Source: an optimization exercise on an open RTL-to-GDS flow (aim: small area, a short achievable clock period and few clock cycles per item). Production flows keep margins and buffers that such runs may drop.
In this exercise RTL edits were held to simulation tests only and were not proved equivalent to the original.
Power is estimated from default activity; no workload was simulated.

==> design/flow/config.mk <==
export PLATFORM = sky130hd
export DESIGN_NAME = freq_regress
export DESIGN_NICKNAME = freq_regress
export VERILOG_FILES = /design/flow/design.v
export SDC_FILE = /design/flow/constraint.sdc
export NUM_CORES = 4
export LEC_CHECK = 0
export CAP_MARGIN = 20
export CORE_MARGIN = 2
export CORE_UTILIZATION = 40
export SLEW_MARGIN = 20
==> design/flow/constraint.sdc <==
create_clock -name core_clock -period 14.0 [get_ports {clk}]
set_input_delay 2.8000 -clock core_clock [delete_from_list [all_inputs] [get_ports {clk}]]
set_output_delay 2.8000 -clock core_clock [all_outputs]
set_load 0.01 [all_outputs]
==> design/flow/design.v <==
module fr_div #(
    parameter W = 29             
) (
    input  wire [W-1:0] rem,
    input  wire         b1,
    input  wire         b0,
    input  wire [W-1:0] dv,
    input  wire [W+1:0] dv3,     
    output wire [W-1:0] rem_o,
    output wire [1:0]   q
);
    wire [W+1:0] sh = {rem, b1, b0};
    wire [W+2:0] t1 = {1'b0, sh} - {3'b000, dv};
    wire [W+2:0] t2 = {1'b0, sh} - {2'b00, dv, 1'b0};
    wire [W+2:0] t3 = {1'b0, sh} - {1'b0, dv3};
    assign q     = ~t3[W+2] ? 2'd3 : ~t2[W+2] ? 2'd2 : ~t1[W+2] ? 2'd1 : 2'd0;
    assign rem_o = ~t3[W+2] ? t3[W-1:0] : ~t2[W+2] ? t2[W-1:0] :
                   ~t1[W+2] ? t1[W-1:0] : sh[W-1:0];
endmodule
module freq_regress (
    input  wire        clk,
    input  wire        rst,           
    input  wire        start,         
    input  wire [29:0] p_nom,         
    input  wire        stamp_valid,
    input  wire [39:0] stamp,         
    input  wire        stamp_last,    
    output wire        stamp_ready,
    output wire        busy,
    output wire        done,          
    output wire        ok,            
    output wire [5:0]  kept,          
    output wire [47:0] period_q,      
    output wire [55:0] anchor_q,      
    output wire [31:0] freq           
);
    localparam [1:0] I_IDLE = 2'd0, I_RUN = 2'd1, I_PROD = 2'd2, I_HAND = 2'd3;
    localparam [1:0] M_NORM = 2'd0, M_SLOW = 2'd1, M_ADV = 2'd2;
    localparam [1:0] D_IDLE = 2'd0, D_RUN = 2'd1, D_FIN = 2'd2, D_DONE = 2'd3;
    localparam [1:0] O_NONE = 2'd0, O_FIRST = 2'd1, O_STEP = 2'd2, O_KEEP = 2'd3;
    reg  [1:0]  ist;
    reg         busy_r, rdy_r;
    reg  [29:0] p;
    reg  [31:0] p3;             
    reg  [32:0] p5;             
    reg  [5:0]  nrecv;          
    reg         got_last;
    reg         hv, tv;         
    reg  [39:0] hs, ts;
    reg         have0;          
    reg  [39:0] s0;             
    reg  [35:0] tlo, thi;       
    reg  [1:0]  mode;
    reg  [9:0]  mcnt;
    reg  [35:0] u;              
    reg  [1:0]  op;             
    reg  [31:0] sp;             
    reg  [5:0]  K;
    reg  [9:0]  nc;
    reg  [15:0] Sn, A1;         
    reg  [21:0] Gp;
    reg  [23:0] A2;
    reg  [28:0] D;
    reg  [37:0] Ssk;
    reg  [47:0] B1k;
    reg  [3:0]  j;
    reg  [51:0] accP;
    reg  [61:0] accA;
    assign busy        = busy_r;
    assign stamp_ready = rdy_r;
    wire [40:0] sdiff = {1'b0, hs} - {1'b0, s0};
    wire        excl  = sdiff[40] | (|sdiff[39:32]);
    wire [35:0] wlo   = {hs[33:0], 2'b00} - tlo;
    wire [35:0] whi   = {hs[33:0], 2'b00} - thi;
    wire        lo_ok = ~wlo[35];
    wire        hi_ok = whi[35];
    wire [35:0] ulo4  = u - {4'd0, p, 2'b00};                
    wire [35:0] uhi4  = u - {3'd0, p3, 1'b1};                
    wire        slo   = ~ulo4[35];
    wire        shi   = uhi4[35];
    wire [35:0] tlo_k = {hs[33:0], 2'b00} + {4'd0, p3};
    wire [35:0] thi_k = {hs[33:0], 2'b00} + {3'd0, p5};
    wire ev     = (ist == I_RUN) & hv;
    wire n_excl = (mode == M_NORM) & (excl | ~lo_ok);
    wire n_keep = (mode == M_NORM) & ~excl & lo_ok & hi_ok;
    wire n_slow = (mode == M_NORM) & ~excl & lo_ok & ~hi_ok;
    wire s_excl = (mode == M_SLOW) & ~slo;
    wire s_adv  = (mode == M_SLOW) & slo & shi;
    wire s_more = (mode == M_SLOW) & slo & ~shi;
    wire a_step = (mode == M_ADV) & (mcnt != 10'd0);
    wire a_keep = (mode == M_ADV) & (mcnt == 10'd0);
    wire do_first = ev & ~have0;
    wire do_keep  = ev & have0 & (n_keep | a_keep);
    wire pop      = ev & (~have0 | n_excl | n_keep | s_excl | a_keep);
    wire take     = rdy_r & stamp_valid;
    wire push     = take & (nrecv != 6'd32);
    wire last_n   = got_last | (take & stamp_last);
    wire hv_n     = pop ? (tv | push) : (hv | push);
    wire tv_n     = pop ? (tv & push) : (tv | (hv & push));
    wire run_end  = (ist == I_RUN) & got_last & ~hv & ~tv;
    wire go       = (ist == I_IDLE) & start;
    wire div_free;
    wire hand     = (ist == I_HAND) & div_free;
    wire        ps   = (j < 4'd8);           
    wire [1:0]  d_k  = (j == 4'd2) ? K[5:4] : (j == 4'd1) ? K[3:2] :
                       (j == 4'd0) ? K[1:0] : 2'b00;
    wire [1:0]  d_sn = ps ? Sn[15:14] : 2'b00;
    wire [1:0]  d_a1 = ps ? A1[15:14] : 2'b00;
    wire [1:0]  d_gp = Gp[21:20];
    wire [23:0] a2s  = A2 + {8'd0, A1[14:0], 1'b0} + {18'd0, K};    
    always @(posedge clk) begin
        p3 <= {1'b0, p, 1'b0} + {2'b00, p};
        p5 <= {1'b0, p, 2'b00} + {3'b000, p} + 33'd1;
        if (rst) begin
            ist      <= I_IDLE;
            busy_r   <= 1'b0;
            rdy_r    <= 1'b0;
            hv       <= 1'b0;
            tv       <= 1'b0;
            got_last <= 1'b0;
            mode     <= M_NORM;
            op       <= O_NONE;
        end else begin
            case (ist)
            I_IDLE: if (start) begin
                p        <= p_nom;
                nrecv    <= 6'd0;
                got_last <= 1'b0;
                have0    <= 1'b0;
                mode     <= M_NORM;
                busy_r   <= 1'b1;
                ist      <= I_RUN;
            end
            I_RUN: if (run_end) begin
                accP <= 52'd0;
                accA <= 62'd0;
                j    <= 4'd10;
                ist  <= I_PROD;
            end
            I_PROD: begin
                accP <= {accP[49:0], 2'b00}
                        + (d_a1[0] ? {14'd0, Ssk} : 52'd0)
                        + (d_a1[1] ? {13'd0, Ssk, 1'b0} : 52'd0)
                        - (d_k[0] ? {4'd0, B1k} : 52'd0)
                        - (d_k[1] ? {3'd0, B1k, 1'b0} : 52'd0);
                accA <= {accA[59:0], 2'b00}
                        + (d_sn[0] ? {14'd0, B1k} : 62'd0)
                        + (d_sn[1] ? {13'd0, B1k, 1'b0} : 62'd0)
                        - (d_gp[0] ? {24'd0, Ssk} : 62'd0)
                        - (d_gp[1] ? {23'd0, Ssk, 1'b0} : 62'd0);
                j    <= j - 4'd1;
                if (j == 4'd0) ist <= I_HAND;
            end
            I_HAND: if (div_free) begin
                busy_r <= 1'b0;
                ist    <= I_IDLE;
            end
            endcase
            rdy_r    <= (go | ((ist == I_RUN) & ~run_end)) & ~last_n &
                        ~(hv_n & tv_n);
            got_last <= go ? 1'b0 : last_n;
            if (take && nrecv != 6'd32) nrecv <= nrecv + 6'd1;
            hv <= hv_n;
            tv <= tv_n;
            if (pop) begin
                if (tv) hs <= ts;
                else if (push) hs <= stamp;
                if (push) ts <= stamp;
            end else begin
                if (!hv && push) hs <= stamp;
                if (push) ts <= stamp;
            end
            op <= O_NONE;
            sp <= sdiff[31:0];
            if (ev) begin
                if (!have0) begin
                    have0 <= 1'b1;
                    s0    <= hs;
                    tlo   <= tlo_k;
                    thi   <= thi_k;
                    op    <= O_FIRST;
                end else begin
                    if (n_slow) begin
                        u    <= wlo;
                        mcnt <= 10'd1;
                        mode <= M_SLOW;
                    end
                    if (s_more) begin
                        u    <= ulo4;
                        mcnt <= mcnt + 10'd1;
                    end
                    if (s_excl) mode <= M_NORM;
                    if (s_adv) mode <= M_ADV;
                    if (a_step) begin
                        mcnt <= mcnt - 10'd1;
                        op   <= O_STEP;
                    end
                    if (do_keep) begin
                        mode <= M_NORM;
                        tlo  <= tlo_k;
                        thi  <= thi_k;
                        op   <= O_KEEP;
                    end
                end
            end
            case (op)
            O_FIRST: begin
                K   <= 6'd1;
                nc  <= 10'd0;
                Sn  <= 16'd0;
                A1  <= 16'd0;
                A2  <= 24'd0;
                D   <= 29'd0;
                Gp  <= 22'd0;
                Ssk <= 38'h1_0000_0000;
                B1k <= 48'd0;
            end
            O_STEP, O_KEEP: begin
                B1k <= B1k + {10'd0, Ssk};
                Gp  <= Gp + {6'd0, Sn};
                A1  <= A1 + {10'd0, K};
                A2  <= a2s;
                nc  <= nc + 10'd1;
                if (op == O_KEEP) begin
                    K   <= K + 6'd1;
                    Sn  <= Sn + {6'd0, nc} + 16'd1;
                    Ssk <= Ssk + {5'd0, 1'b1, sp};
                    D   <= D + {5'd0, a2s};
                end
            end
            default: begin
                if (ist == I_PROD) begin
                    if (ps) Sn <= {Sn[13:0], 2'b00};
                    if (ps) A1 <= {A1[13:0], 2'b00};
                    Gp <= {Gp[19:0], 2'b00};
                end
            end
            endcase
        end
    end
    reg  [1:0]  dst;
    reg  [4:0]  dcnt;
    reg  [28:0] dD;
    reg  [30:0] dD3;
    reg  [51:0] dNp;
    reg  [53:0] dNp3;
    reg  [78:0] RP, RA;         
    reg  [83:0] RF;             
    reg  [39:0] s0d;
    reg  [5:0]  keptd;
    reg         okd, donr;
    assign div_free = (dst == D_IDLE) | (dst == D_DONE);
    assign done     = donr;
    assign ok       = okd;
    assign kept     = keptd;
    assign period_q = RP[47:0];
    assign anchor_q = RA[55:0];
    assign freq     = RF[31:0];
    wire [28:0] rp2, ra2;
    wire [51:0] rf2;
    wire [1:0]  qp, qa, qf;
    fr_div #(.W(29)) u_p (.rem(RP[78:50]), .b1(RP[49]), .b0(RP[48]), .dv(dD),
                          .dv3(dD3), .rem_o(rp2), .q(qp));
    fr_div #(.W(29)) u_a (.rem(RA[78:50]), .b1(RA[49]), .b0(RA[48]), .dv(dD),
                          .dv3(dD3), .rem_o(ra2), .q(qa));
    fr_div #(.W(52)) u_f (.rem(RF[83:32]), .b1(RF[31]), .b0(RF[30]), .dv(dNp),
                          .dv3(dNp3), .rem_o(rf2), .q(qf));
    wire [54:0] fv    = RF[83:29];
    wire [54:0] fv25  = fv + {fv[51:0], 3'b000} + {fv[50:0], 4'b0000};
    wire [54:0] fv5   = fv + {fv[52:0], 2'b00};
    wire [46:0] per_r = RP[49:3] + {46'd0, RP[2]};
    wire [55:0] anc_r = {s0d, 16'd0} + {{8{~RA[49]}}, RA[48:1]} + {55'd0, RA[0]};
    wire [29:0] frq_r = RF[31:2] + {29'd0, RF[1]};
    always @(posedge clk) begin
        if (rst) begin
            dst  <= D_IDLE;
            donr <= 1'b0;
        end else begin
            donr <= 1'b0;
            if (hand) begin
                dD    <= D;
                dD3   <= {D, 1'b0} + {2'b00, D};
                dNp   <= accP;
                dNp3  <= {accP, 1'b0} + {2'b00, accP};
                RP    <= {8'd0, accP, 19'd0};
                RA    <= {accA, 17'd0};
                RF    <= {26'd0, D, 29'd0};
                s0d   <= s0;
                keptd <= K;
                okd   <= (K >= 6'd2);
                dcnt  <= 5'd0;
                dst   <= D_RUN;
            end else begin
                case (dst)
                D_RUN: begin
                    RP   <= {rp2, RP[47:0], qp};
                    RA   <= {ra2, RA[47:0], qa};
                    if (dcnt < 5'd5)
                        RF[83:29] <= fv25;
                    else if (dcnt == 5'd5)
                        RF[83:29] <= fv5;
                    else if (dcnt < 5'd22)
                        RF <= {rf2, RF[29:0], qf};
                    dcnt <= dcnt + 5'd1;
                    if (dcnt == 5'd24) dst <= D_FIN;
                end
                D_FIN: begin
                    RP[47:0] <= okd ? {1'b0, per_r} : 48'd0;
                    RA[55:0] <= okd ? anc_r : 56'd0;
                    RF[31:0] <= okd ? {2'b00, frq_r} : 32'd0;
                    donr     <= 1'b1;
                    dst      <= D_DONE;
                end
                D_DONE: dst <= D_IDLE;
                default: ;
                endcase
            end
        end
    end
endmodule
==> design/flow/run.sh <==
#!/bin/bash
# synth_recipe.tcl (not shown) runs the flow's synth.tcl, then flattens the netlist and writes it again
# the make line also repeats each setting of config.mk as NAME=value (left out here)
make -C /OpenROAD-flow-scripts/flow DESIGN_CONFIG=/design/flow/config.mk WORK_HOME=/design/flow/orfs CLKGATE_MAP_FILE= SYNTH_SCRIPT=/design/flow/synth_recipe.tcl finish
==> out/qor.csv, run 1 <==
stage,metric,value,unit
logic_synthesis,synth_common_cells,"ha_1 (1191), edfxtp_1 (1091), a21oi_1 (995), nand2_1 (952), nor2_1 (874)",
sta,finalSetupViolations,0,
global_routing,grt_pass1_wl,533,mm
place,dp_hpwl,276,mm
layout,nNetsFinal,13600,
logic_synthesis,async_flop_share,0,%
pwr,fin_total_pwr,15.7,mW
clock_tree,post_cts_resized,0,
outcome,status,finished clean,
pwr,vdd_drop_max,0.131,mV
drt,num_vias,90500,
layout,finalNonFillerCells,15700,
sta,period_needed,7.42,ns
clock_tree,post_cts_buffers,0,
place,port_buffers,220,
pwr,p_sw,6.25,mW
global_routing,antenna_found_initial,13,
hold_path,min_path_type,reg2reg,
drt,drcViolationCount,0,
global_routing,grt_usage,24.6,%
pwr,leakagePower,49.9,nW
clock_tree,root_buffer,clkbuf_16,
hold_path,hold_path_startpoint,p5[0],
pwr,internal_power,9.46,mW
logic_synthesis,synth.most_common_cell,ha_1,
worst_setup_path,worstPathArrival,7.96,ns
logic_synthesis,netlist.top_cell.by_area,edfxtp_1,
pwr,p_comb_share,44.0,%
logic_synthesis,synth_warnings,1,
drt,viasPerCell,5.77,
pwr,powerDensity,131,nW/um^2
die,die_h,527,um
worst_setup_path,critPathKind,reg2reg,
sta,max_freq,135,MHz
sta,drv_slew,0,
die,die_area,278000,um^2
die,start_util,40.1,%
global_routing,grt_max_degree,99,
clock_tree,cts_tree,yes,
layout,syn2layout_area_growth,9.59,%
place,place_congestion,0.974,
flow_run,maxCapViolations,0,
drt,wl_met3,22.1,mm
logic_synthesis,syn_nets,13500,
drt,wl_per_cell,22.3,um
sta,max_slew.worst_pin.slew,1.24,ns
worst_setup_path,reg2reg_depth,20,
worst_setup_path,worstSetupEndpointType,register,
hold_path,whs_endpoint,thi[0],
clock_tree,htreeDepth,4,
sta,finalCritPeriodShare,53.0,%
logic_synthesis,synth_area,109000,um^2
sta,skew,0.0644,ns
clock_tree,numCtsBuffers,150,
worst_setup_path,required,14.54,ns
drt,top_layer,met5,
sta,setup_slack,6.58,ns
drt,ant_nets,0,
pwr,pwr-share-seq,30.8,%
worst_setup_path,start_kind,register,
drt,drt-met1-wl,146,mm
place,place_inst,15400,
global_routing,first_global_vias,90100,
worst_setup_path,r2r-end,accA[49],
logic_synthesis,dominantRegCellSynth,edfxtp_1,
pwr,swShare,39.8,%
hold_path,holdPathStages,0,
clock_tree,clkSinkCount,1169,
worst_setup_path,crit_fanout,48,
sta,tns,0,ns
logic_synthesis,postSynthAreaPerCell,9.17,um^2
die,rows,192,
worst_setup_path,rrSetupSlack,6.58,ns
sta,rsz0062_at_grt,no,
logic_synthesis,synth.area.top_cells,"edfxtp_1 (30%), ha_1 (14%), fa_1 (5.9%)",
clock_tree,holdBufCountCts,0,
logic_synthesis,synth_cells,11900,
drt,drtIter0Drc,7270,
drt,wirelength,350,mm
sta,slew_headroom,17.0,%
drt,firstDrtPassIters,6,
clock_tree,cts.path.max_buffers,3,
clock_tree,clk_latency,0.84,ns
place,place_ws,6.65,ns
die,core_area,273000,um^2
drt,met2WireLength,166,mm
clock_tree,clk_pin_slew,0.06,ns
die,die_w,527,um
worst_setup_path,r2r_start,j[3],
logic_synthesis,synth_top_area_share,29.9,%
pwr,clockPowerShare,25.2,%
logic_synthesis,synth-seq-area-share,31.4,%
die,io_pins,221,
logic_synthesis,ys_types,99,
sta,hold_viol_final,0,
global_routing,overflow,0,
layout,drive_above_1_share,4.31,%
worst_setup_path,crit_start,j[3],
logic_synthesis,synth_edf_count,1091,
logic_synthesis,ys_ff_latch,1169,
## power groups by stage
stage	Sequential [mW]	Clock (mW)	Combinational [mW]
final	4.85	3.95	6.91
after global routing	4.88	4.15	7.66
after CTS	4.85	4.03	6.84
after detailed placement	4.92	0	6.79
after global placement	4.91	0	6.70
after floorplan	4.73	0	5.09
## state kept, by name (all words and copies together) (netlist names), 35 cells and up
register	flops
B1k	48
tlo	36
dNp3	53
u	36
accA	62
hs	40
accP	52
Ssk	38
ts	40
thi	35
s0d	40
RA	79
RF	84
dNp	52
s0	40
RP	79
## per-stage QoR
step           instance area [um^2]  utilization (%)  hold WS, ns
2_1_floorplan                109000                -        0.386
3_3_place_gp                 115000             42.1        0.390
3_5_place_dp                 115000             42.1        0.391
4_1_cts                      120000             43.9        0.405
5_1_grt                      120000             44.0        0.419
6_report                     120000             44.0        0.402
## layout make-up
type,instances,area (um^2)
antenna,16,40.0
clock buffer,186,3950
clock inverter,91,950
fill,26100,153000
inverter,855,3210
multi-input combinational,9457,69900
sequential,1169,34300
tap,3589,4490
timing repair buffer,328,3050
## how the worst max path moves through the flow
stage	to	slack, ns	cells after the start
finish	accA[49]	6.58	20
global route	accA[47]	5.98	20
CTS	accA[47]	6.60	20
detailed placement	accA[47]	6.65	20
global placement	accA[60]	6.55	22
floorplan	dD3[0]	1.28	3
## routing by layer
| metal | vias to the layer above | global-route usage [%] |
|---|---|---|
| met3 | 603 | 4.22 |
| met2 | 2548 | 41.9 |
| met5 | - | 0 |
| met1 | 44000 | 30.5 |
| li1 | 43400 | - |
| met4 | 4 | 10.5 |
## worst max-delay path: stages (launching register included)
cell,delay (ns)
edfxtp_1,0.59
nor2b_2,0.17
buf_4,0.39
and2_1,0.21
fa_1,0.44
fa_1,0.61
fa_1,0.47
ha_1,0.33
a211oi_1,0.36
o21ai_0,0.22
o21a_1,0.25
a211oi_1,0.44
a2111oi_0,0.30
o21ai_0,0.46
a21oi_1,0.26
o41ai_1,0.64
o311ai_0,0.30
a21oi_1,0.30
o21ai_0,0.13
xnor2_1,0.14
nor2_1,0.05
## cells by family after synthesis
kind of cell	share of synthesized area, %
mux	0.993
simple gates	14.9
buf+inv	5.02
flops	31.4
compound gates	20.3
fa+ha+maj	19.5
xor+xnor	7.90
## cells in the final DEF (no fill, tap or decap), drive strengths merged, types with 40 or more instances in the layout
master / n
ha: 1191
and2: 245
nand4: 111
dfxtp: 78
a21boi: 52
nand2: 952
mux2: 45
clkbuf: 186
clkinv: 62
nor3: 227
a211oi: 140
clkdlybuf4s50: 219
o21a: 166
buf: 109
mux2i: 43
nand3: 276
nor2b: 151
nor2: 874
xnor2: 580
o31ai: 58
or3: 77
and3: 176
inv: 865
a211o: 40
a21o: 500
o21bai: 124
o21ai: 700
nand2b: 153
a21oi: 999
edfxtp: 1091
fa: 323
o22ai: 56
o211ai: 107
a31oi: 115
xor2: 406
Testbench counts, summed over its fixed seeds: cycles 22,169, gates 720.
==> run 2, diff against run 1 <==
--- a/design/flow/design.v
+++ b/design/flow/design.v
@@ -37,7 +37,8 @@
     localparam [1:0] I_IDLE = 2'd0, I_RUN = 2'd1, I_PROD = 2'd2, I_HAND = 2'd3;
     localparam [1:0] M_NORM = 2'd0, M_SLOW = 2'd1, M_ADV = 2'd2;
     localparam [1:0] D_IDLE = 2'd0, D_RUN = 2'd1, D_FIN = 2'd2, D_DONE = 2'd3;
-    localparam [1:0] O_NONE = 2'd0, O_FIRST = 2'd1, O_STEP = 2'd2, O_KEEP = 2'd3;
+    localparam [2:0] O_NONE = 3'd0, O_FIRST = 3'd1, O_STEP = 3'd2, O_KEEP = 3'd3,
+                     O_KEEP2 = 3'd7;
     reg  [1:0]  ist;
     reg         busy_r, rdy_r;
     reg  [29:0] p;
@@ -53,7 +54,7 @@
     reg  [1:0]  mode;
     reg  [9:0]  mcnt;
     reg  [35:0] u;              
-    reg  [1:0]  op;             
+    reg  [2:0]  op;             
     reg  [31:0] sp;             
     reg  [5:0]  K;
     reg  [9:0]  nc;
@@ -64,8 +65,8 @@
     reg  [37:0] Ssk;
     reg  [47:0] B1k;
     reg  [3:0]  j;
-    reg  [51:0] accP;
-    reg  [61:0] accA;
+    reg  [51:0] accP, cryP;     
+    reg  [61:0] accA, cryA;
     assign busy        = busy_r;
     assign stamp_ready = rdy_r;
     wire [40:0] sdiff = {1'b0, hs} - {1'b0, s0};
@@ -85,13 +86,14 @@
     wire n_keep = (mode == M_NORM) & ~excl & lo_ok & hi_ok;
     wire n_slow = (mode == M_NORM) & ~excl & lo_ok & ~hi_ok;
     wire s_excl = (mode == M_SLOW) & ~slo;
-    wire s_adv  = (mode == M_SLOW) & slo & shi;
+    wire s_adv  = (mode == M_SLOW) & slo & shi;     
+    wire s_keep = s_adv & (mcnt == 10'd1);
     wire s_more = (mode == M_SLOW) & slo & ~shi;
-    wire a_step = (mode == M_ADV) & (mcnt != 10'd0);
-    wire a_keep = (mode == M_ADV) & (mcnt == 10'd0);
+    wire a_step = (mode == M_ADV) & (mcnt != 10'd1);
+    wire a_keep = (mode == M_ADV) & (mcnt == 10'd1);
     wire do_first = ev & ~have0;
-    wire do_keep  = ev & have0 & (n_keep | a_keep);
-    wire pop      = ev & (~have0 | n_excl | n_keep | s_excl | a_keep);
+    wire do_keep  = ev & have0 & (n_keep | s_keep | a_keep);
+    wire pop      = ev & (~have0 | n_excl | n_keep | s_excl | s_keep | a_keep);
     wire take     = rdy_r & stamp_valid;
     wire push     = take & (nrecv != 6'd32);
     wire last_n   = got_last | (take & stamp_last);
@@ -107,7 +109,37 @@
     wire [1:0]  d_sn = ps ? Sn[15:14] : 2'b00;
     wire [1:0]  d_a1 = ps ? A1[15:14] : 2'b00;
     wire [1:0]  d_gp = Gp[21:20];
-    wire [23:0] a2s  = A2 + {8'd0, A1[14:0], 1'b0} + {18'd0, K};    
+    wire        dbl  = op[2];
+    wire [23:0] a2x  = dbl ? {7'd0, A1[14:0], 2'b00} : {8'd0, A1[14:0], 1'b0};
+    wire [23:0] a2k  = dbl ? {16'd0, K, 2'b00} : {18'd0, K};
+    wire [23:0] a2s  = A2 + a2x + a2k;
+    wire [28:0] D_k  = D + {5'd0, A2} + {5'd0, a2x} + {5'd0, a2k};
+    wire [51:0] pP1 = d_a1[0] ? {14'd0, Ssk} : 52'd0;
+    wire [51:0] pP2 = d_a1[1] ? {13'd0, Ssk, 1'b0} : 52'd0;
+    wire [51:0] pP3 = ~(d_k[0] ? {4'd0, B1k} : 52'd0);
+    wire [51:0] pP4 = ~(d_k[1] ? {3'd0, B1k, 1'b0} : 52'd0);
+    wire [51:0] pPa = {accP[49:0], 2'b00}, pPb = {cryP[49:0], 2'b00};
+    wire [51:0] xP1 = pPa ^ pPb ^ pP1;
+    wire [51:0] yP1 = {(pPa[50:0] & pPb[50:0]) | (pPa[50:0] & pP1[50:0]) | (pPb[50:0] & pP1[50:0]), 1'b1};
+    wire [51:0] xP2 = pP2 ^ pP3 ^ pP4;
+    wire [51:0] yP2 = {(pP2[50:0] & pP3[50:0]) | (pP2[50:0] & pP4[50:0]) | (pP3[50:0] & pP4[50:0]), 1'b1};
+    wire [51:0] xP3 = xP1 ^ yP1 ^ xP2;
+    wire [51:0] yP3 = {(xP1[50:0] & yP1[50:0]) | (xP1[50:0] & xP2[50:0]) | (yP1[50:0] & xP2[50:0]), 1'b0};
+    wire [51:0] sP  = xP3 ^ yP3 ^ yP2;
+    wire [51:0] cP  = {(xP3[50:0] & yP3[50:0]) | (xP3[50:0] & yP2[50:0]) | (yP3[50:0] & yP2[50:0]), 1'b0};
+    wire [61:0] pA1 = d_sn[0] ? {14'd0, B1k} : 62'd0;
+    wire [61:0] pA2 = d_sn[1] ? {13'd0, B1k, 1'b0} : 62'd0;
+    wire [61:0] pA3 = ~(d_gp[0] ? {24'd0, Ssk} : 62'd0);
+    wire [61:0] pA4 = ~(d_gp[1] ? {23'd0, Ssk, 1'b0} : 62'd0);
+    wire [61:0] pAa = {accA[59:0], 2'b00}, pAb = {cryA[59:0], 2'b00};
+    wire [61:0] xA1 = pAa ^ pAb ^ pA1;
+    wire [61:0] yA1 = {(pAa[60:0] & pAb[60:0]) | (pAa[60:0] & pA1[60:0]) | (pAb[60:0] & pA1[60:0]), 1'b1};
+    wire [61:0] xA2 = pA2 ^ pA3 ^ pA4;
+    wire [61:0] yA2 = {(pA2[60:0] & pA3[60:0]) | (pA2[60:0] & pA4[60:0]) | (pA3[60:0] & pA4[60:0]), 1'b1};
+    wire [61:0] xA3 = xA1 ^ yA1 ^ xA2;
+    wire [61:0] yA3 = {(xA1[60:0] & yA1[60:0]) | (xA1[60:0] & xA2[60:0]) | (yA1[60:0] & xA2[60:0]), 1'b0};
+    wire [61:0] sA  = xA3 ^ yA3 ^ yA2;
+    wire [61:0] cA  = {(xA3[60:0] & yA3[60:0]) | (xA3[60:0] & yA2[60:0]) | (yA3[60:0] & yA2[60:0]), 1'b0};
     always @(posedge clk) begin
         p3 <= {1'b0, p, 1'b0} + {2'b00, p};
         p5 <= {1'b0, p, 2'b00} + {3'b000, p} + 33'd1;
@@ -133,21 +165,17 @@
             end
             I_RUN: if (run_end) begin
                 accP <= 52'd0;
+                cryP <= 52'd0;
                 accA <= 62'd0;
+                cryA <= 62'd0;
                 j    <= 4'd10;
                 ist  <= I_PROD;
             end
             I_PROD: begin
-                accP <= {accP[49:0], 2'b00}
-                        + (d_a1[0] ? {14'd0, Ssk} : 52'd0)
-                        + (d_a1[1] ? {13'd0, Ssk, 1'b0} : 52'd0)
-                        - (d_k[0] ? {4'd0, B1k} : 52'd0)
-                        - (d_k[1] ? {3'd0, B1k, 1'b0} : 52'd0);
-                accA <= {accA[59:0], 2'b00}
-                        + (d_sn[0] ? {14'd0, B1k} : 62'd0)
-                        + (d_sn[1] ? {13'd0, B1k, 1'b0} : 62'd0)
-                        - (d_gp[0] ? {24'd0, Ssk} : 62'd0)
-                        - (d_gp[1] ? {23'd0, Ssk, 1'b0} : 62'd0);
+                accP <= sP;
+                cryP <= cP;
+                accA <= sA;
+                cryA <= cA;
                 j    <= j - 4'd1;
                 if (j == 4'd0) ist <= I_HAND;
             end
@@ -190,7 +218,7 @@
                         mcnt <= mcnt + 10'd1;
                     end
                     if (s_excl) mode <= M_NORM;
-                    if (s_adv) mode <= M_ADV;
+                    if (s_adv & ~s_keep) mode <= M_ADV;
                     if (a_step) begin
                         mcnt <= mcnt - 10'd1;
                         op   <= O_STEP;
@@ -199,7 +227,7 @@
                         mode <= M_NORM;
                         tlo  <= tlo_k;
                         thi  <= thi_k;
-                        op   <= O_KEEP;
+                        op   <= n_keep ? O_KEEP : O_KEEP2;
                     end
                 end
             end
@@ -215,17 +243,17 @@
                 Ssk <= 38'h1_0000_0000;
                 B1k <= 48'd0;
             end
-            O_STEP, O_KEEP: begin
-                B1k <= B1k + {10'd0, Ssk};
-                Gp  <= Gp + {6'd0, Sn};
-                A1  <= A1 + {10'd0, K};
+            O_STEP, O_KEEP, O_KEEP2: begin
+                B1k <= B1k + (dbl ? {9'd0, Ssk, 1'b0} : {10'd0, Ssk});
+                Gp  <= Gp + (dbl ? {5'd0, Sn[14:0], 1'b0} : {6'd0, Sn});
+                A1  <= A1 + (dbl ? {9'd0, K, 1'b0} : {10'd0, K});
                 A2  <= a2s;
-                nc  <= nc + 10'd1;
-                if (op == O_KEEP) begin
+                nc  <= nc + {8'd0, dbl, ~dbl};
+                if (op != O_STEP) begin
                     K   <= K + 6'd1;
-                    Sn  <= Sn + {6'd0, nc} + 16'd1;
+                    Sn  <= Sn + {6'd0, nc} + {14'd0, dbl, ~dbl};
                     Ssk <= Ssk + {5'd0, 1'b1, sp};
-                    D   <= D + {5'd0, a2s};
+                    D   <= D_k;
                 end
             end
             default: begin
@@ -259,6 +287,8 @@
     wire [28:0] rp2, ra2;
     wire [51:0] rf2;
     wire [1:0]  qp, qa, qf;
+    wire [51:0] Np  = accP + cryP;
+    wire [61:0] Nap = accA + cryA;
     fr_div #(.W(29)) u_p (.rem(RP[78:50]), .b1(RP[49]), .b0(RP[48]), .dv(dD),
                           .dv3(dD3), .rem_o(rp2), .q(qp));
     fr_div #(.W(29)) u_a (.rem(RA[78:50]), .b1(RA[49]), .b0(RA[48]), .dv(dD),
@@ -280,10 +310,9 @@
             if (hand) begin
                 dD    <= D;
                 dD3   <= {D, 1'b0} + {2'b00, D};
-                dNp   <= accP;
-                dNp3  <= {accP, 1'b0} + {2'b00, accP};
-                RP    <= {8'd0, accP, 19'd0};
-                RA    <= {accA, 17'd0};
+                dNp   <= Np;
+                RP    <= {8'd0, Np, 19'd0};
+                RA    <= {Nap, 17'd0};
                 RF    <= {26'd0, D, 29'd0};
                 s0d   <= s0;
                 keptd <= K;
@@ -293,6 +322,7 @@
             end else begin
                 case (dst)
                 D_RUN: begin
+                    if (dcnt == 5'd0) dNp3 <= {dNp, 1'b0} + {2'b00, dNp};
                     RP   <= {rp2, RP[47:0], qp};
                     RA   <= {ra2, RA[47:0], qa};
                     if (dcnt < 5'd5)
==> run 2 against run 1 <==
  * Largest power group unchanged
  * Global-route usage is 2.0 points lower
  * Die area up 8.5%
  * Wire length decreased by 0.90%
  * Highest routed layer is now met4
  * Still clean
  * First-iteration DRC count down 11%
  * Final cell count grew 6.8%
  * Via count is 2.9% higher
  * Sequential share of layout area is 0.37 points higher
  * Clock skew increased by 0.029 ns
  * Cell area rose by 8.5%
  * Non-clock buffer count is 3 higher
  * Clock power grew 12%
  * Largest cell class unchanged
  * Sequential power grew 12%
==> out/qor.csv, run 2 <==
stage,metric,value,unit,change
outcome,status,finished clean,,unchanged
worst_setup_path,crit_fanout,15,,was 48
clock_tree,clk_pin_slew,0.06,ns,about the same
drt,ant_nets,0,,unchanged
pwr,internal_power,10.4,mW,was 9.46 mW
flow_run,maxCapViolations,0,,unchanged
layout,nFillCells,28800,,was 26100
logic_synthesis,synth_common_cells,"ha_1 (1231), edfxtp_1 (1204), inv_1 (1141), nand2_1 (1020), a21oi_1 (942)",,"was ha_1 (1191), edfxtp_1 (1091), a21oi_1 (995), nand2_1 (952), nor2_1 (874)"
layout,nNetsFinal,14500,,was 13600
sta,hold_viol_final,0,,unchanged
sta,finalCritPeriodShare,43.5,%,was 53.0%
worst_setup_path,required,14.51,ns,was 14.54 ns
layout,reg_top3,"RF x84, RA x79, RP x79",,unchanged
worst_setup_path,worstPathArrival,6.61,ns,was 7.96 ns
clock_tree,numCtsBuffers,172,,was 150
drt,num_vias,93100,,was 90500
worst_setup_path,worstSetupEndpointType,register,,unchanged
global_routing,antenna_found_initial,10,,was 13
place,place_congestion,0.936,,was 0.974
die,start_util,40.1,%,about the same
sta,drv_slew,0,,unchanged
die,die_w,549,um,was 527 um
pwr,clockPowerShare,26.0,%,was 25.2%
clock_tree,post_cts_buffers,0,,unchanged
drt,viasPerCell,5.56,,was 5.77
layout,final_cell_mix,"ha_1 (1230), edfxtp_1 (1204), inv_1 (1138)",,"was ha_1 (1190), edfxtp_1 (1091), a21oi_1 (993)"
clock_tree,htreeDepth,4,,unchanged
clock_tree,root_buffer,clkbuf_16,,unchanged
logic_synthesis,synth.most_common_cell,ha_1,,unchanged
sta,slew_headroom,26.3,%,was 17.0%
logic_synthesis,ys_ff_latch,1283,,was 1169
hold_path,min_path_type,reg2reg,,unchanged
drt,wirelength,347,mm,was 350 mm
worst_setup_path,start_kind,register,,unchanged
layout,regArea,37700,um^2,was 34300 um^2
logic_synthesis,synth_edf_count,1204,,was 1091
sta,skew,0.0931,ns,was 0.0644 ns
place,place_ws,7.58,ns,was 6.65 ns
layout,largest_register_ffs,84,,unchanged
pwr,pwr-share-seq,32.0,%,was 30.8%
drt,drtIter0Drc,6505,,was 7270
global_routing,grt_max_degree,85,,was 99
logic_synthesis,synth_area,119000,um^2,was 109000 um^2
clock_tree,cts_tree,yes,,unchanged
layout,regMostFlops,RF,,unchanged
sta,tns,0,ns,unchanged
sta,max_freq,164,MHz,was 135 MHz
die,die_area,301000,um^2,was 278000 um^2
die,io_pins,221,,unchanged
clock_tree,post_cts_resized,0,,unchanged
logic_synthesis,postSynthAreaPerCell,9.40,um^2,was 9.17 um^2
clock_tree,holdBufCountCts,0,,unchanged
place,port_buffers,220,,unchanged
die,die_h,549,um,was 527 um
logic_synthesis,async_flop_share,0,%,unchanged
logic_synthesis,synth_cells,12600,,was 11900
place,place_inst,16400,,was 15400
drt,wl_per_cell,20.7,um,was 22.3 um
drt,firstDrtPassIters,8,,was 6
pwr,p_sw,6.53,mW,was 6.25 mW
logic_synthesis,synth.area.top_cells,"edfxtp_1 (30%), ha_1 (13%), fa_1 (7.9%)",,"was edfxtp_1 (30%), ha_1 (14%), fa_1 (5.9%)"
logic_synthesis,ys_types,118,,was 99
die,core_area,296000,um^2,was 273000 um^2
pwr,vdd_drop_max,0.118,mV,was 0.131 mV
sta,setup_slack,7.91,ns,was 6.58 ns
global_routing,grt_usage,22.6,%,was 24.6%
drt,drcViolationCount,0,,unchanged
layout,multi_input_area,74800,um^2,was 69900 um^2
pwr,powerDensity,130,nW/um^2,was 131 nW/um^2
global_routing,overflow,0,,unchanged
global_routing,grt_pass1_wl,536,mm,was 533 mm
sta,max_slew.worst_pin.slew,1.10,ns,was 1.24 ns
pwr,p_comb_share,42.0,%,was 44.0%
logic_synthesis,synth-seq-area-share,31.8,%,was 31.4%
sta,period_needed,6.09,ns,was 7.42 ns
global_routing,first_global_vias,92500,,was 90100
place,dp_hpwl,273,mm,was 276 mm
die,rows,200,,was 192
worst_setup_path,critPathKind,reg2reg,,unchanged
layout,finalNonFillerCells,16800,,was 15700
clock_tree,clkSinkCount,1283,,was 1169
sta,finalSetupViolations,0,,unchanged
logic_synthesis,syn_nets,14400,,was 13500
layout,final_common_cell,ha_1,,unchanged
pwr,swShare,38.6,%,was 39.8%
logic_synthesis,synth_top_area_share,30.4,%,was 29.9%
layout,drive_above_1_share,4.81,%,was 4.31%
logic_synthesis,synth_warnings,1,,unchanged
sta,rsz0062_at_grt,no,,unchanged
pwr,leakagePower,54.1,nW,was 49.9 nW
logic_synthesis,netlist.top_cell.by_area,edfxtp_1,,unchanged
layout,syn2layout_area_growth,9.55,%,was 9.59%
clock_tree,cts.path.max_buffers,4,,was 3
logic_synthesis,dominantRegCellSynth,edfxtp_1,,unchanged
clock_tree,clk_latency,0.88,ns,was 0.84 ns
## run 2: changes by cell type in the layout (fill, tap and decap cells not counted), moves of 22 or more
cell / previous run / this run
inv_1: 852 / 1138
fa_1: 323 / 470
edfxtp_1: 1091 / 1204
and2_1: 244 / 343
nand2_1: 951 / 1017
a21oi_1: 993 / 936
mux2_2: 5 / 61
and3_1: 176 / 132
ha_1: 1190 / 1230
nor2_1: 861 / 833
nand3_1: 276 / 249
clkbuf_16: 150 / 175
a211oi_1: 138 / 116
## run 2: area by class of cell
type	count	area share (%)
clock inverter	83	0.646
clock buffer	218	3.52
multi-input combinational	9752	57.4
timing repair buffer	331	2.33
tap	3939	3.79
sequential	1283	29.0
inverter	1142	3.29
antenna	3	0.00577
## run 2: cells by family after synthesis
group / after synthesis / synth area share, %
AND/OR/NAND/NOR: 3470 / 14.1
AO/OA/AOI/OAI: 3434 / 18.8
adder cells (fa/ha/maj): 1702 / 20.9
buffers and inverters: 1613 / 5.60
flip-flops: 1283 / 31.8
XOR/XNOR: 997 / 7.36
multiplexers: 149 / 1.49
## run 2: worst paths after layout
path	from	to	slack (ns)	cells after the start
setup / recovery	op[2]	D[28]	7.91	23
hold / removal	p5[0]	thi[0]	0.41	0
setup reg to reg	op[2]	D[28]	7.91	23
hold reg to reg	p5[0]	thi[0]	0.41	0
## run 2: power by group through the flow
stage / Clock, mW / Sequential [mW] / Combinational, mW
6_report: 4.41 / 5.42 / 7.10
3_3_place_gp: 0 / 5.49 / 7.00
2_1_floorplan: 0 / 5.38 / 5.10
4_1_cts: 4.50 / 5.42 / 7.11
5_1_grt: 4.62 / 5.48 / 7.96
3_5_place_dp: 0 / 5.49 / 7.06
## run 2: metrics by stage
step | power (mW) | area, um^2 | hold slack [ns] | util (%)
2_1_floorplan | 10.5 | 119000 | 0.386 | -
3_3_place_gp | 12.5 | 125000 | 0.392 | 42.1
3_5_place_dp | 12.6 | 125000 | 0.396 | 42.1
4_1_cts | 17.0 | 130000 | 0.410 | 43.9
5_1_grt | 18.1 | 130000 | 0.410 | 43.9
6_report | 16.9 | 130000 | 0.409 | 43.9
## run 2: routing by layer
layer  track usage, %  routed length [um]
met1             29.3              152000
met3             3.13               18100
met4             7.98               13900
met5                0                   0
met2             38.3              163000
## run 2: worst max-delay path, cell delays in order, from the launching register on
cell and delay, ns:
dfxtp_4 0.45, clkinv_1 0.43, a21boi_0 0.56, inv_1 0.11, fa_1 0.49, inv_1 0.05, fa_1 0.46, inv_1 0.07
ha_1 0.16, inv_1 0.05, fa_1 0.37, nor2b_1 0.14, o21ai_0 0.12, a21boi_0 0.24, o21ai_0 0.15, a21oi_1 0.29
a41oi_1 0.23, a31oi_1 0.32, a41oi_1 0.17, a21o_1 0.23, o21ai_0 0.29, nand2_1 0.12, xor2_1 0.17, nor2_1 0.06
Testbench counts of run 2, summed over its fixed seeds: cycles 21,514, gates 720.
==> run 3, diff against run 2 <==
--- a/design/flow/design.v
+++ b/design/flow/design.v
@@ -43,7 +43,6 @@
     reg         busy_r, rdy_r;
     reg  [29:0] p;
     reg  [31:0] p3;             
-    reg  [32:0] p5;             
     reg  [5:0]  nrecv;          
     reg         got_last;
     reg         hv, tv;         
@@ -80,7 +79,7 @@
     wire        slo   = ~ulo4[35];
     wire        shi   = uhi4[35];
     wire [35:0] tlo_k = {hs[33:0], 2'b00} + {4'd0, p3};
-    wire [35:0] thi_k = {hs[33:0], 2'b00} + {3'd0, p5};
+    wire [35:0] thi_k = {hs[33:0], 2'b00} + {4'd0, p3} + {5'd0, p, 1'b1};
     wire ev     = (ist == I_RUN) & hv;
     wire n_excl = (mode == M_NORM) & (excl | ~lo_ok);
     wire n_keep = (mode == M_NORM) & ~excl & lo_ok & hi_ok;
@@ -142,7 +141,6 @@
     wire [61:0] cA  = {(xA3[60:0] & yA3[60:0]) | (xA3[60:0] & yA2[60:0]) | (yA3[60:0] & yA2[60:0]), 1'b0};
     always @(posedge clk) begin
         p3 <= {1'b0, p, 1'b0} + {2'b00, p};
-        p5 <= {1'b0, p, 2'b00} + {3'b000, p} + 33'd1;
         if (rst) begin
             ist      <= I_IDLE;
             busy_r   <= 1'b0;
@@ -296,8 +294,10 @@
     fr_div #(.W(52)) u_f (.rem(RF[83:32]), .b1(RF[31]), .b0(RF[30]), .dv(dNp),
                           .dv3(dNp3), .rem_o(rf2), .q(qf));
     wire [54:0] fv    = RF[83:29];
-    wire [54:0] fv25  = fv + {fv[51:0], 3'b000} + {fv[50:0], 4'b0000};
-    wire [54:0] fv5   = fv + {fv[52:0], 2'b00};
+    wire        f125  = (dcnt < 5'd3);
+    wire [54:0] fvm   = fv + (f125 ? {fv[47:0], 7'd0} : {fv[50:0], 4'd0})
+                           + (f125 ? ~{fv[52:0], 2'b00} : {fv[51:0], 3'd0})
+                           + {54'd0, f125};
     wire [46:0] per_r = RP[49:3] + {46'd0, RP[2]};
     wire [55:0] anc_r = {s0d, 16'd0} + {{8{~RA[49]}}, RA[48:1]} + {55'd0, RA[0]};
     wire [29:0] frq_r = RF[31:2] + {29'd0, RF[1]};
@@ -325,11 +325,9 @@
                     if (dcnt == 5'd0) dNp3 <= {dNp, 1'b0} + {2'b00, dNp};
                     RP   <= {rp2, RP[47:0], qp};
                     RA   <= {ra2, RA[47:0], qa};
-                    if (dcnt < 5'd5)
-                        RF[83:29] <= fv25;
-                    else if (dcnt == 5'd5)
-                        RF[83:29] <= fv5;
-                    else if (dcnt < 5'd22)
+                    if (dcnt < 5'd4)
+                        RF[83:29] <= fvm;
+                    else if (dcnt < 5'd20)
                         RF <= {rf2, RF[29:0], qf};
                     dcnt <= dcnt + 5'd1;
                     if (dcnt == 5'd24) dst <= D_FIN;
==> design/flow/flow/run.sh (new file) <==
#!/bin/bash
# The standard layout (standard.sh: the standard synthesis, floorplan,
# placement, CTS and routing at the design's clock period and constraints),
# with the timing repair steps aiming at a larger setup slack margin so that
# the layout's achieved period comes out shorter. The make output goes to
# layout.log; ORFS keeps each step's own log under orfs/logs/.
set -euo pipefail
bash standard.sh SETUP_SLACK_MARGIN=9.5 finish > layout.log 2>&1
==> design/flow/standard.sh (new file) <==
#!/bin/bash
# synth_recipe.tcl (not shown) runs the flow's synth.tcl, then flattens the netlist and writes it again
# the make line also repeats each setting of config.mk as NAME=value (left out here)
make -C /OpenROAD-flow-scripts/flow DESIGN_CONFIG=/design/flow/config.mk WORK_HOME=/design/flow/orfs CLKGATE_MAP_FILE= SYNTH_SCRIPT=/design/flow/synth_recipe.tcl "${@:-finish}"
removed: design/flow/run.sh
==> run 3 against run 2 <==
  * Largest power group unchanged
  * Cell area increased by 3.9%
  * Combinational power increased by 24%
  * Core utilization increased by 3.1 points
  * Global-route usage increased by 1.8 points
  * Final cell count increased by 0.41%
  * Count of clock-buffer cells in the layout decreased by 3
  * Worst setup slack improved by 0.61 ns
  * Sequential cell count decreased by 31
  * Synthesized cell count decreased by 1.8%
  * First-iteration DRC count increased by 10%
==> out/qor.csv, run 3 <==
stage,metric,value,unit,change
hold_path,holdPathStages,0,,unchanged
outcome,status,finished clean,,unchanged
worst_setup_path,rrSetupSlack,8.52,ns,was 7.91 ns
worst_setup_path,reg2reg_depth,28,,was 23
worst_setup_path,required,14.59,ns,was 14.51 ns
logic_synthesis,synth_edf_count,1205,,was 1204
clock_tree,numCtsBuffers,165,,was 172
pwr,p_comb_share,48.3,%,was 42.0%
layout,regMostFlops,RF,,unchanged
logic_synthesis,synth_area,115000,um^2,was 119000 um^2
logic_synthesis,dominantRegCellSynth,edfxtp_1,,unchanged
worst_setup_path,start_kind,register,,unchanged
sta,finalSetupViolations,0,,unchanged
pwr,p_sw,7.41,mW,was 6.53 mW
layout,drive_above_1_share,12.6,%,was 4.81%
global_routing,grt_usage,24.4,%,was 22.6%
sta,rsz0062_at_grt,yes,,was no
worst_setup_path,path_common_cell,nor2_1,,was inv_1
drt,drcViolationCount,0,,unchanged
sta,finalCritPeriodShare,39.2,%,was 43.5%
drt,wirelength,370,mm,was 347 mm
logic_synthesis,synth.area.top_cells,"edfxtp_1 (31%), ha_1 (13%), fa_1 (8.1%)",,"was edfxtp_1 (30%), ha_1 (13%), fa_1 (7.9%)"
sta,max_freq,182,MHz,was 164 MHz
worst_setup_path,r2r-end,thi[35],,was D[28]
clock_tree,htreeDepth,4,,unchanged
die,die_area,292000,um^2,was 301000 um^2
layout,reg_top3,"RF x83, RA x79, RP x79",,"was RF x84, RA x79, RP x79"
drt,firstDrtPassIters,6,,was 8
clock_tree,clkSinkCount,1252,,was 1283
layout,finalNonFillerCells,16800,,about the same
worst_setup_path,max_stage_delay,0.43,ns,was 0.56 ns
pwr,internal_power,10.8,mW,was 10.4 mW
die,io_pins,221,,unchanged
logic_synthesis,netlist.top_cell.by_area,edfxtp_1,,unchanged
layout,multi_input_area,75400,um^2,was 74800 um^2
layout,largest_register_ffs,83,,was 84
hold_path,min_path_type,reg2reg,,unchanged
pwr,clockPowerShare,23.2,%,was 26.0%
place,place_congestion,0.931,,was 0.936
logic_synthesis,synth_top_area_share,31.4,%,was 30.4%
clock_tree,root_buffer,clkbuf_16,,unchanged
place,dp_hpwl,271,mm,was 273 mm
clock_tree,holdBufCountCts,0,,unchanged
pwr,pwr-share-seq,28.6,%,was 32.0%
flow_run,maxCapViolations,0,,unchanged
sta,max_slew.worst_pin.slew,1.15,ns,was 1.10 ns
pwr,leakagePower,56.3,nW,was 54.1 nW
logic_synthesis,postSynthAreaPerCell,9.28,um^2,was 9.40 um^2
layout,final_cell_mix,"edfxtp_1 (1205), inv_1 (1202), ha_1 (1077)",,"was ha_1 (1230), edfxtp_1 (1204), inv_1 (1138)"
global_routing,overflow,0,,unchanged
layout,final_common_cell,edfxtp_1,,was ha_1
layout,regArea,37100,um^2,was 37700 um^2
sta,slew_headroom,23.4,%,was 26.3%
logic_synthesis,ys_ff_latch,1252,,was 1283
drt,viasPerCell,5.63,,was 5.56
pwr,swShare,40.7,%,was 38.6%
hold_path,hold_path_startpoint,s0[3],,was p5[0]
die,core_area,287000,um^2,was 296000 um^2
worst_setup_path,worstSetupEndpointType,register,,unchanged
drt,drtIter0Drc,7177,,was 6505
worst_setup_path,slowest_stage,edfxtp_1,,was a21boi_0
logic_synthesis,ys_types,100,,was 118
global_routing,grt_max_degree,146,,was 85
clock_tree,cts.path.max_buffers,4,,unchanged
sta,tns,0,ns,unchanged
die,die_w,541,um,was 549 um
sta,skew,0.0504,ns,was 0.0931 ns
logic_synthesis,syn_nets,14100,,was 14400
place,place_inst,16100,,was 16400
layout,syn2layout_area_growth,17.4,%,was 9.55%
pwr,fin_total_pwr,18.2,mW,was 16.9 mW
sta,setup_slack,8.52,ns,was 7.91 ns
logic_synthesis,synth_warnings,1,,unchanged
pwr,powerDensity,134,nW/um^2,was 130 nW/um^2
clock_tree,clk_latency,0.87,ns,was 0.88 ns
clock_tree,cts_tree,yes,,unchanged
sta,drv_slew,0,,unchanged
worst_setup_path,worstPathArrival,6.07,ns,was 6.61 ns
global_routing,antenna_found_initial,11,,was 10
drt,ant_nets,0,,unchanged
place,place_ws,7.48,ns,was 7.58 ns
layout,nFillCells,27200,,was 28800
drt,wl_per_cell,22.0,um,was 20.7 um
hold_path,whs_endpoint,s0d[3],,was thi[0]
worst_setup_path,crit_fanout,3,,was 15
layout,nNetsFinal,14600,,was 14500
logic_synthesis,synth_common_cells,"inv_1 (1228), edfxtp_1 (1205), ha_1 (1154), nand2_1 (1000), a21oi_1 (996)",,"was ha_1 (1231), edfxtp_1 (1204), inv_1 (1141), nand2_1 (1020), a21oi_1 (942)"
sta,period_needed,5.48,ns,was 6.09 ns
die,start_util,40.1,%,about the same
die,rows,197,,was 200
layout,utilization,47.1,%,was 43.9%
worst_setup_path,r2r_start,hs[0],,was op[2]
place,port_buffers,220,,unchanged
global_routing,grt_pass1_wl,556,mm,was 536 mm
global_routing,first_global_vias,93600,,was 92500
sta,hold_viol_final,0,,unchanged
clock_tree,clk_pin_slew,0.06,ns,about the same
logic_synthesis,async_flop_share,0,%,unchanged
logic_synthesis,synth-seq-area-share,32.2,%,was 31.8%
die,die_h,541,um,was 549 um
logic_synthesis,synth.most_common_cell,inv_1,,was ha_1
logic_synthesis,synth_cells,12400,,was 12600
pwr,vdd_drop_max,0.126,mV,was 0.118 mV
worst_setup_path,critPathKind,reg2reg,,unchanged
drt,num_vias,94600,,was 93100
run 3: changes by cell type in the layout (fill, tap and decap cells not counted), moves of 45 or more:
cell	previous run	this run
inv_1	1138	1202
buf_4	111	392
buf_12	0	47
a21oi_2	4	86
o21ai_0	680	635
xor2_1	416	363
buf_6	0	49
clkdlybuf4s50_1	219	73
dlygate4sd2_1	0	91
ha_4	1	50
a21oi_1	936	888
ha_1	1230	1077
run 3: kinds of logic after synthesis:
family                     share of synthesized area, %
AOI/OAI and AO/OA                                  18.5
xor gates and xnor gates                           7.17
and+or+nand+nor                                    14.0
muxes                                              1.34
DFF                                                32.2
adders and majority gates                          20.7
buffers and inverters                              6.01
run 3: power groups by stage:
stage | Sequential, mW | Clock (mW) | Combinational (mW)
floorplan | 5.21 | 0 | 5.45
CTS | 5.20 | 4.29 | 8.30
detailed placement | 5.35 | 0 | 7.61
global route | 5.25 | 4.42 | 9.69
global placement | 5.34 | 0 | 7.58
finish | 5.20 | 4.21 | 8.78
run 3: critical path: cells and delay by family (launching register included):
| kind | cells | cell delay (ns) |
|---|---|---|
| AO/OA/AOI/OAI | 14 | 2.82 |
| adder cells (fa/ha/maj) | 3 | 0.86 |
| AND/OR/NAND/NOR | 9 | 0.81 |
| flip-flops | 1 | 0.43 |
| XOR/XNOR | 2 | 0.30 |
run 3: layout make-up:
type                       count  share of cell area [%]
clock buffer                 215                    3.30
sequential                  1252                    27.4
timing repair buffer         775                    6.02
timing repair inverter         5                  0.0435
antenna                        6                  0.0111
inverter                    1233                    3.46
clock inverter                84                   0.534
multi-input combinational   9468                    55.7
tap                         3781                    3.50
run 3: metal layers:
metal / GRT usage (%) / vias to the layer above / part of all wire [%]
li1: - / 45100 / -
met1: 30.9 / 46000 / 42
met2: 40.7 / 2829 / 47
met3: 3.70 / 691 / 6.2
met4: 11.7 / 2 / 5.4
met5: 0 / - / 0.0019
run 3: stage by stage:
step | hold WS, ns | instance area [um^2]
3_3_place_gp | 0.431 | 121000
6_report | 0.428 | 135000
4_1_cts | 0.415 | 132000
2_1_floorplan | 0.424 | 115000
5_1_grt | 0.445 | 135000
3_5_place_dp | 0.434 | 121000
run 3: worst max path at each step:
| stage | startpoint | to | cells after the start |
|---|---|---|---|
| 3_3_place_gp | p[1] | mcnt[6] | 14 |
| 4_1_cts | hs[0] | thi[33] | 28 |
| 3_5_place_dp | p[1] | hs[38] | 17 |
| 2_1_floorplan | rst | accA[0] | 3 |
| 5_1_grt | hs[0] | thi[35] | 28 |
| 6_report | hs[0] | thi[35] | 28 |
run 3: timing repair:
item | 4_1_cts | 5_1_grt
pin swaps | 159 | 190
cloned | 45 | 14
hold endpoints to repair | 0 | 0
buffers inserted | 306 | 96
gates resized for setup | 919 | 404
setup endpoints to repair | 713 | 471
Testbench counts of run 3, summed over its fixed seeds: cycles 21,514, gates 720.
==> run 4, diff against run 3 <==
--- a/design/flow/design.v
+++ b/design/flow/design.v
@@ -49,6 +49,7 @@
     reg  [39:0] hs, ts;
     reg         have0;          
     reg  [39:0] s0;             
+    reg  [8:0]  s0h1;           
     reg  [35:0] tlo, thi;       
     reg  [1:0]  mode;
     reg  [9:0]  mcnt;
@@ -68,8 +69,9 @@
     reg  [61:0] accA, cryA;
     assign busy        = busy_r;
     assign stamp_ready = rdy_r;
-    wire [40:0] sdiff = {1'b0, hs} - {1'b0, s0};
-    wire        excl  = sdiff[40] | (|sdiff[39:32]);
+    wire [32:0] sdiff = {1'b0, hs[31:0]} - {1'b0, s0[31:0]};
+    wire        excl  = ~(((hs[39:32] == s0[39:32]) & ~sdiff[32]) |
+                          (({1'b0, hs[39:32]} == s0h1) & sdiff[32]));
     wire [35:0] wlo   = {hs[33:0], 2'b00} - tlo;
     wire [35:0] whi   = {hs[33:0], 2'b00} - thi;
     wire        lo_ok = ~wlo[35];
@@ -202,6 +204,7 @@
                 if (!have0) begin
                     have0 <= 1'b1;
                     s0    <= hs;
+                    s0h1  <= {1'b0, hs[39:32]} + 9'd1;
                     tlo   <= tlo_k;
                     thi   <= thi_k;
                     op    <= O_FIRST;
@@ -268,6 +271,7 @@
     reg  [4:0]  dcnt;
     reg  [28:0] dD;
     reg  [30:0] dD3;
+    reg         f125;           
     reg  [51:0] dNp;
     reg  [53:0] dNp3;
     reg  [78:0] RP, RA;         
@@ -294,7 +298,6 @@
     fr_div #(.W(52)) u_f (.rem(RF[83:32]), .b1(RF[31]), .b0(RF[30]), .dv(dNp),
                           .dv3(dNp3), .rem_o(rf2), .q(qf));
     wire [54:0] fv    = RF[83:29];
-    wire        f125  = (dcnt < 5'd3);
     wire [54:0] fvm   = fv + (f125 ? {fv[47:0], 7'd0} : {fv[50:0], 4'd0})
                            + (f125 ? ~{fv[52:0], 2'b00} : {fv[51:0], 3'd0})
                            + {54'd0, f125};
@@ -310,6 +313,7 @@
             if (hand) begin
                 dD    <= D;
                 dD3   <= {D, 1'b0} + {2'b00, D};
+                f125  <= 1'b1;
                 dNp   <= Np;
                 RP    <= {8'd0, Np, 19'd0};
                 RA    <= {Nap, 17'd0};
@@ -323,6 +327,7 @@
                 case (dst)
                 D_RUN: begin
                     if (dcnt == 5'd0) dNp3 <= {dNp, 1'b0} + {2'b00, dNp};
+                    f125 <= (dcnt < 5'd2);
                     RP   <= {rp2, RP[47:0], qp};
                     RA   <= {ra2, RA[47:0], qa};
                     if (dcnt < 5'd4)
--- a/design/flow/config.mk
+++ b/design/flow/config.mk
@@ -5,7 +5,7 @@
 export SDC_FILE = /design/flow/constraint.sdc
 export NUM_CORES = 4
 export LEC_CHECK = 0
-export CAP_MARGIN = 20
+export CAP_MARGIN = 35
 export CORE_MARGIN = 2
 export CORE_UTILIZATION = 40
-export SLEW_MARGIN = 20
+export SLEW_MARGIN = 35
==> run 4 against run 3 <==
  * Via count shrank 1.7%
  * Critical endpoint unchanged
  * Final cell count shrank 0.38%
  * Core utilization shrank 1.1 points
  * Cell area shrank 2.0%
  * Global-route usage shrank 0.69 points
  * Die area grew 0.69%
  * First-iteration DRC count shrank 4.9%
  * Non-clock buffer count shrank 122
==> out/qor.csv, run 4 <==
stage,metric,value,unit,change
logic_synthesis,syn_nets,14200,,was 14100
drt,drcViolationCount,0,,unchanged
layout,largest_register_ffs,84,,was 83
global_routing,grt_pass1_wl,542,mm,was 556 mm
logic_synthesis,postSynthAreaPerCell,9.28,um^2,about the same
clock_tree,cts_tree,yes,,unchanged
clock_tree,htreeDepth,4,,unchanged
logic_synthesis,synth.area.top_cells,"edfxtp_1 (31%), ha_1 (12%), fa_1 (8.1%)",,"was edfxtp_1 (31%), ha_1 (13%), fa_1 (8.1%)"
sta,slew_headroom,33.8,%,was 23.4%
worst_setup_path,start_kind,register,,unchanged
sta,rsz0062_at_grt,yes,,unchanged
sta,max_freq,206,MHz,was 182 MHz
layout,final_common_cell,inv_1,,was edfxtp_1
die,start_util,40.2,%,was 40.1%
pwr,powerDensity,141,nW/um^2,was 134 nW/um^2
hold_path,min_path_type,reg2reg,,unchanged
logic_synthesis,synth.most_common_cell,inv_1,,unchanged
global_routing,overflow,0,,unchanged
die,rows,197,,unchanged
logic_synthesis,synth_top_area_share,31.4,%,about the same
logic_synthesis,synthAdderAreaFrac,20.5,%,was 20.7%
logic_synthesis,synth_warnings,1,,unchanged
place,dp_hpwl,274,mm,was 271 mm
layout,utilization,46.0,%,was 47.1%
drt,num_vias,93000,,was 94600
logic_synthesis,async_flop_share,0,%,unchanged
worst_setup_path,r2r-end,thi[35],,unchanged
sta,finalCritPeriodShare,34.6,%,was 39.2%
place,place_congestion,0.930,,was 0.931
logic_synthesis,synth_common_cells,"inv_1 (1275), edfxtp_1 (1215), ha_1 (1150), nand2_1 (1065), a21oi_1 (1030)",,"was inv_1 (1228), edfxtp_1 (1205), ha_1 (1154), nand2_1 (1000), a21oi_1 (996)"
clock_tree,holdBufCountCts,0,,unchanged
logic_synthesis,synth_cells,12500,,was 12400
die,io_pins,221,,unchanged
hold_path,hold_path_startpoint,s0[17],,was s0[3]
worst_setup_path,worstPathArrival,5.44,ns,was 6.07 ns
pwr,p_sw,7.44,mW,was 7.41 mW
logic_synthesis,synth_edf_count,1215,,was 1205
logic_synthesis,synth_area,116000,um^2,was 115000 um^2
layout,drive_above_1_share,10.1,%,was 12.6%
worst_setup_path,required,14.60,ns,was 14.59 ns
clock_tree,clk_latency,0.86,ns,was 0.87 ns
worst_setup_path,worstSetupEndpointType,register,,unchanged
die,core_area,288000,um^2,was 287000 um^2
outcome,status,finished clean,,unchanged
worst_setup_path,reg2reg_depth,19,,was 28
logic_synthesis,dominantRegCellSynth,edfxtp_1,,unchanged
layout,nNetsFinal,14500,,was 14600
clock_tree,numCtsBuffers,164,,was 165
clock_tree,root_buffer,clkbuf_16,,unchanged
logic_synthesis,synth_top_family_by_area,adder cells,,unchanged
pwr,leakagePower,55.4,nW,was 56.3 nW
global_routing,antenna_found_initial,13,,was 11
drt,viasPerCell,5.55,,was 5.63
drt,firstDrtPassIters,5,,was 6
drt,wl_per_cell,21.5,um,was 22.0 um
die,die_area,294000,um^2,was 292000 um^2
worst_setup_path,crit_fanout,5,,was 3
logic_synthesis,ys_types,109,,was 100
logic_synthesis,synth_compound_area_share,18.6,%,was 18.5%
pwr,clockPowerShare,24.2,%,was 23.2%
layout,fin_area,133000,um^2,was 135000 um^2
drt,wirelength,359,mm,was 370 mm
logic_synthesis,ys_ff_latch,1262,,was 1252
clock_tree,clkSinkCount,1262,,was 1252
layout,reg_top3,"RF x84, RA x79, RP x79",,"was RF x83, RA x79, RP x79"
global_routing,first_global_vias,91400,,was 93600
pwr,p_comb_share,47.5,%,was 48.3%
worst_setup_path,slowest_stage,edfxtp_1,,unchanged
place,placed_cell_area,122000,um^2,was 121000 um^2
pwr,pwr-share-seq,28.3,%,was 28.6%
worst_setup_path,max_stage_delay,0.61,ns,was 0.43 ns
place,port_buffers,220,,unchanged
pwr,swShare,39.9,%,was 40.7%
global_routing,grt_max_degree,136,,was 146
die,die_h,543,um,was 541 um
sta,skew,0.0693,ns,was 0.0504 ns
flow_run,maxCapViolations,0,,unchanged
clock_tree,clk_pin_slew,0.06,ns,about the same
logic_synthesis,synthMuxAreaShare,1.41,%,was 1.34%
logic_synthesis,synth-seq-area-share,32.3,%,was 32.2%
die,die_w,543,um,was 541 um
layout,regMostFlops,RF,,unchanged
clock_tree,cts.path.max_buffers,4,,unchanged
worst_setup_path,r2r_start,hs[14],,was hs[0]
sta,finalSetupViolations,0,,unchanged
drt,drtIter0Drc,6824,,was 7177
logic_synthesis,synth-xor-area-share,7.37,%,was 7.17%
layout,syn2layout_area_growth,14.3,%,was 17.4%
worst_setup_path,crit_chain,ha_1 > and4_1 > nand3_1 > a211oi_2 > o31ai_1 > nand2b_1 > a21o_1 > a21oi_1 > xnor2_1 > ha_1 > nor2b_1 > o21ai_0 > nand2b_1 > a221o_1 > a21oi_4 > nor2b_4 > o211a_1 > nand4_1 > xnor2_1,,
worst_setup_path,rrSetupSlack,9.16,ns,was 8.52 ns
worst_setup_path,critPathKind,reg2reg,,unchanged
hold_path,whs_endpoint,s0d[17],,was s0d[3]
logic_synthesis,netlist.top_cell.by_area,edfxtp_1,,unchanged
sta,tns,0,ns,unchanged
layout,final_cell_mix,"inv_1 (1258), edfxtp_1 (1215), ha_1 (1101)",,"was edfxtp_1 (1205), inv_1 (1202), ha_1 (1077)"
sta,drv_slew,0,,unchanged
hold_path,holdPathStages,0,,unchanged
pwr,vdd_drop_max,0.128,mV,was 0.126 mV
sta,hold_viol_final,0,,unchanged
global_routing,grt_usage,23.7,%,was 24.4%
drt,ant_nets,0,,unchanged
sta,fin_hold_ws,0.421,ns,was 0.428 ns
logic_synthesis,synthSimpleGateAreaFrac,13.5,%,was 14.0%
pwr,internal_power,11.2,mW,was 10.8 mW
sta,period_needed,4.84,ns,was 5.48 ns
sta,max_slew.worst_pin.slew,0.983,ns,was 1.15 ns
## run 4: cell types whose count changed after synthesis, sizes merged, moves of 28 or more
cell	change
nand2	+66
nand3	-31
and3	+28
nand2b	-44
xnor2	+46
a21oi	+34
inv	+46
nor3	-42
## run 4: cell type report
cell class | count | area [um^2]
timing repair buffer | 653 | 6010
sequential | 1262 | 37400
antenna | 4 | 10.0
clock inverter | 89 | 1140
tap | 3781 | 4730
inverter | 1279 | 4820
fill | 27600 | 156000
clock buffer | 201 | 4410
multi-input combinational | 9486 | 74100
## run 4: kinds of logic after synthesis
group / Yosys count
fa+ha+maj: 1620
buf+inv: 1763
simple gates: 3345
xor+xnor: 976
flops: 1262
compound gates: 3393
mux: 149
## run 4: stage by stage
stage | std cells | worst slack, ns | total power [mW]
floorplan | 12500 | 4.69 | 10.9
global placement | 16100 | 7.26 | 13.2
detailed placement | 16100 | 7.35 | 13.3
CTS | 16700 | 9.21 | 18.3
global route | 16800 | 8.97 | 19.8
finish | 16800 | 9.16 | 18.7
## run 4: worst max path at each step
stage / from / cells past startpoint / endpoint / slack (ns)
2_1_floorplan: rst / 3 / accA[0] / 4.69
3_3_place_gp: op[2] / 18 / D[27] / 7.26
3_5_place_dp: op[2] / 18 / D[27] / 7.35
4_1_cts: hs[13] / 19 / thi[35] / 9.21
5_1_grt: hs[14] / 19 / thi[35] / 8.97
6_report: hs[14] / 19 / thi[35] / 9.16
## run 4: power groups by stage
stage / combinational [mW] / sequential, mW / clock, mW
final: 8.86 / 5.28 / 4.51
after global routing: 9.79 / 5.32 / 4.72
after CTS: 8.45 / 5.28 / 4.60
after detailed placement: 7.90 / 5.41 / 0
after global placement: 7.82 / 5.41 / 0
after floorplan: 5.62 / 5.26 / 0
## run 4: what timing repair did
action,4_1_cts,5_1_grt
resized for setup,548,327
setup endpoints to repair,749,522
setup buffers,233,84
gates cloned,6,11
pin swaps,96,151
## run 4: critical path: cells and delay by family (launching register included)
| family | cells | cell delay [ns] |
|---|---|---|
| AO/OA/AOI/OAI | 8 | 1.68 |
| XOR/XNOR | 2 | 0.36 |
| adder cells (fa/ha/maj) | 2 | 0.85 |
| flip-flops | 1 | 0.61 |
| AND/OR/NAND/NOR | 7 | 1.09 |
## run 4: metal layers
| metal | vias to the layer above | GRT usage [%] | part of all wire [%] |
|---|---|---|---|
| met5 | - | 0 | 0.032 |
| met4 | 14 | 11.5 | 5.7 |
| met3 | 661 | 2.75 | 4.9 |
| met2 | 2315 | 40.5 | 48 |
| met1 | 45000 | 29.7 | 42 |
| li1 | 45000 | - | - |
Testbench counts of run 4, summed over its fixed seeds: cycles 21,514, gates 720.

==> port drivers added, routing unchanged <==
No port has a modelled driver above. Below, the same layouts with a new extraction and two added sets of constraints. Step 1, drivers: a clkbuf_16 drives clk and a buf_2 each remaining input, both assumed. Step 2 also shifts input and output timing later by t, the mid clock arrival at the registers, as if the neighbouring blocks saw the same clock. a / b / c = ideal ports / drivers / drivers and shift; a / b = the first two.
| run | shift t [ns] | setup slack, ns | latest minus earliest clock arrival (ns) | worst data-port slew with drivers (ns) | pins driven straight from the clock port |
|---|---|---|---|---|---|
| run 1 | 0.903 | 6.582 / 6.582 / 6.582 | 0.065 / 0.065 | 0.09 | 1 |
| run 2 | 0.930 | 7.905 / 7.905 / 7.638 | 0.099 / 0.100 | 0.09 | 1 |
| run 3 | 0.946 | 8.518 / 8.518 / 8.518 | 0.050 / 0.051 | 0.14 | 1 |
| run 4 | 0.922 | 9.157 / 9.157 / 8.714 | 0.075 / 0.076 | 0.11 | 1 |
After both steps setup and hold are still met in every run listed. The setup slack of run 4, which loses most, moves by 0.000 ns with the drivers and by -0.443 ns with both steps.
